This design comes from an exercise in tuning for small area, a short achievable clock period and few clock cycles per item on the open sky130 flow, not from production work.
At most, simulation tests tie the RTL to the original design; equivalence was not proved.

Setup of alpha:
Design loop_slot_unit, start of the top module:
module loop_slot_unit (
    input  wire        clk,
    input  wire        rst,
    input  wire        in_valid,
    output wire        in_ready,
    input  wire [2:0]  typ,
    input  wire [3:0]  fmt,
    input  wire        lim_src,
    input  wire [7:0]  signs,
    input  wire        hold,
    input  wire        start,
    input  wire [31:0] a,
    input  wire [31:0] b,
    input  wire [31:0] c,
    input  wire [31:0] d,
    input  wire [31:0] p0,
    input  wire [31:0] p1,
    input  wire [31:0] p2,
    input  wire [31:0] p3,
    input  wire [31:0] p4,
    input  wire [31:0] p5,
    input  wire [15:0] p6,
    input  wire [31:0] st_out,
    input  wire [31:0] st_i,
    input  wire [7:0]  gov_gap,
    input  wire [7:0]  gov_win,
    output reg         out_valid,
    output reg  [31:0] out,
    output reg  [31:0] aux,
    output reg  [5:0]  flags
);
    localparam T_BAND = 3'd1, T_PI = 3'd2, T_RAMP = 3'd3,
               T_LIMIT = 3'd4, T_SUM = 3'd5, T_SCALE = 3'd6;
    localparam F_AOV = 0, F_LIM = 1, F_INT = 2, F_RATE = 3, F_GOV = 4, F_ORDER = 5;
    localparam M_PASS = 3'd0, M_BAND = 3'd1, M_RAMP = 3'd2, M_SCALE = 3'd3,
               M_PI0 = 3'd4, M_PI1 = 3'd5;
    reg         rdy, rdy_o;       
    assign in_ready = rdy_o;
    wire        acc   = in_valid & rdy;
    wire        acc_o = in_valid & rdy_o;
    wire        gov_in = (gov_gap < p6[7:0]) | (gov_win >= p6[15:8]);
    wire [7:0]  gap_in = (gov_gap == 8'hff) ? 8'hff : gov_gap + 8'd1;
    reg         v0;
    reg  [2:0]  t0;
    reg  [3:0]  f0;
    reg         ls0, h0, s0;
    reg  [7:0]  sg0, gap0;
    reg         gov0;
    reg  [31:0] a0, b0, c0, d0, k0, k1, k2, k3, k4, k5, so0, si0;
    always @(posedge clk) begin
        if (rst) begin
            rdy   <= 1'b1;
            rdy_o <= 1'b1;
            v0    <= 1'b0;
        end else begin
            rdy   <= ~(acc & (typ == T_PI));
            rdy_o <= ~(acc_o & (typ == T_PI));
            v0  <= acc | (v0 & ~rdy);
        end
        if (rdy) begin
            t0 <= typ; f0 <= fmt; a0 <= a; b0 <= b; k0 <= p0; k4 <= p4; k5 <= p5;
        end
        ls0 <= lim_src; h0 <= hold; s0 <= start; sg0 <= signs;
        c0 <= c; d0 <= d; k1 <= p1; k2 <= p2; k3 <= p3;
  ...
Size: roughly 8500 cells after synthesis, roughly 510 I/O pins.
export LEC_CHECK = 0
export CAP_MARGIN = 20
export CELL_PAD_IN_SITES_DETAIL_PLACEMENT = 2
export CELL_PAD_IN_SITES_GLOBAL_PLACEMENT = 2
export CORE_MARGIN = 2
export CORE_UTILIZATION = 25
export CTS_CLUSTER_DIAMETER = 120
export CTS_CLUSTER_SIZE = 24
export SLEW_MARGIN = 20
export SYNTH_HIERARCHICAL = 1
export SYNTH_MINIMUM_KEEP_SIZE = 0
create_clock -name core_clock -period 44.0 [get_ports {clk}]
standard.sh (not shown) runs the stock make flow with config.mk's settings and CLKGATE_MAP_FILE= SYNTH_SCRIPT=/design/flow/synth_recipe.tcl, a recipe that flattens the netlist after the stock synthesis.
==> flow/flow/run.sh <==
#!/bin/bash
# The standard layout (the standard.sh: standard synthesis, floorplan, placement,
# CTS, routing) with these changes to how it is made; the constraints
# (constraint.sdc) are the design's:
# - every port still gets a buffer, but the smallest one (buf_1) to start with;
# - ORFS's timing repair is asked to keep 34.5 ns of setup slack at the design's
#   44 ns clock, so that it sizes and buffers every path longer than 9.5 ns
#   (including those port buffers), with gate cloning off and sizing free to
#   change a cell's footprint.
# make's full output goes to standard.log here; ORFS keeps each step's log under orfs/logs.
set -euo pipefail
bash standard.sh SETUP_SLACK_MARGIN=34.5 SKIP_GATE_CLONING=1 MATCH_CELL_FOOTPRINT=0 \
    "BUFFER_PORTS_ARGS=-buffer_cell sky130_fd_sc_hd__buf_1" finish > standard.log 2>&1
Testbench counts of alpha, summed over its fixed seeds: cycles 37,310, items 32,000.
Modified inputs, beta compared to alpha
- SLEW_MARGIN: 20 -> 10
- CAP_MARGIN: 20 -> 10
### Flow results
Global-route usage: beta vs alpha, no meaningful difference
On multi-input combinational area share, beta tracks alpha almost exactly.
The routed metal-1 wirelength of beta and that of alpha are within noise of each other.
[beta] number of search-and-repair iterations in the first detailed-routing pass rose 2 relative to alpha
Relative to alpha, delay of the slowest cell on the worst path has gone up in beta.
Between alpha and beta, the final-layout non-clock buffer area share figures differ only marginally.
Wire length of the first global-routing pass essentially unchanged between beta and alpha.
As far as average cell area after synthesis goes, alpha and beta are indistinguishable; the numbers are identical.

Another version of the RTL of loop_slot_unit (not shown whole).
Size in the first run: about 9300 cells after synthesis, about 510 I/O pins, about 86000 um2 of cells after synthesis.
Design loop_slot_unit, start of the top module:
module loop_slot_unit (
    input  wire        clk,
    input  wire        rst,
    input  wire        in_valid,
    output wire        in_ready,
    input  wire [2:0]  typ,
    input  wire [3:0]  fmt,
    input  wire        lim_src,
    input  wire [7:0]  signs,
    input  wire        hold,
    input  wire        start,
    input  wire [31:0] a,
    input  wire [31:0] b,
    input  wire [31:0] c,
    input  wire [31:0] d,
    input  wire [31:0] p0,
    input  wire [31:0] p1,
    input  wire [31:0] p2,
    input  wire [31:0] p3,
    input  wire [31:0] p4,
    input  wire [31:0] p5,
    input  wire [15:0] p6,
    input  wire [31:0] st_out,
    input  wire [31:0] st_i,
    input  wire [7:0]  gov_gap,
    input  wire [7:0]  gov_win,
    output reg         out_valid,
    output reg  [31:0] out,
    output reg  [31:0] aux,
    output reg  [5:0]  flags
);
make LEC_CHECK=0 CAP_MARGIN=20 CELL_PAD_IN_SITES_DETAIL_PLACEMENT=2 CELL_PAD_IN_SITES_GLOBAL_PLACEMENT=2 CORE_MARGIN=2 CORE_UTILIZATION=25 SLEW_MARGIN=20 SYNTH_HIERARCHICAL=1 SYNTH_MINIMUM_KEEP_SIZE=0 finish   # period 44.0 ns
run.sh (not shown) runs the stock make flow with config.mk's settings and CLKGATE_MAP_FILE= SYNTH_SCRIPT=/design/flow/synth_recipe.tcl, a recipe that flattens the netlist after the stock synthesis.
Stock flow here: none of the scripts above is used.
Rerun with:
- CORE_UTILIZATION: 25 -> 45
Result: The new run finished clean. Non-clock buffer count fell by 10. Via count rises by 11%. Worst setup slack gets worse by 330 ps. Critical path depth stays the same. Utilization went up by 22 points. Cell area falls by 3.0%.
No run of this note included a check of the RTL's function; only the layout flow was run.

## separate check: timing with driven ports
The results above use ideal ports. As a check the final layouts listed here were re-extracted and re-timed, cells and wires unchanged.
Step 1 assumes that a clkbuf_16 drives the clock port and a buf_2 every other input.
Step 2 adds t to the input delays and takes it off the output delays; t is the mean of the earliest and latest rising clock arrival at the registers after step 1. Input paths then give back, and output paths get back, about the clock's delay inside the block.
a / b / c = ideal ports / drivers / drivers and shift; a / b = the first two.
run	shift t [ns]	slack for setup (ns)	latest minus earliest clock arrival (ns)	worst register clock-pin slew, ns
alpha	0.887	33.857 / 33.774 / 33.016	0.073 / 0.073	0.11 / 0.11
beta	0.885	33.878 / 33.768 / 33.064	0.078 / 0.077	0.12 / 0.12
the first run of note 2	0.985	33.290 / 33.177 / 34.094	0.098 / 0.099	0.08 / 0.08
the second run of note 2	0.905	32.957 / 32.854 / 33.378	0.082 / 0.082	0.08 / 0.08
After both steps setup and hold are still met in every run listed. For alpha, which loses most, drivers alone change the setup slack by -0.083 ns; drivers and shift together by -0.841 ns.
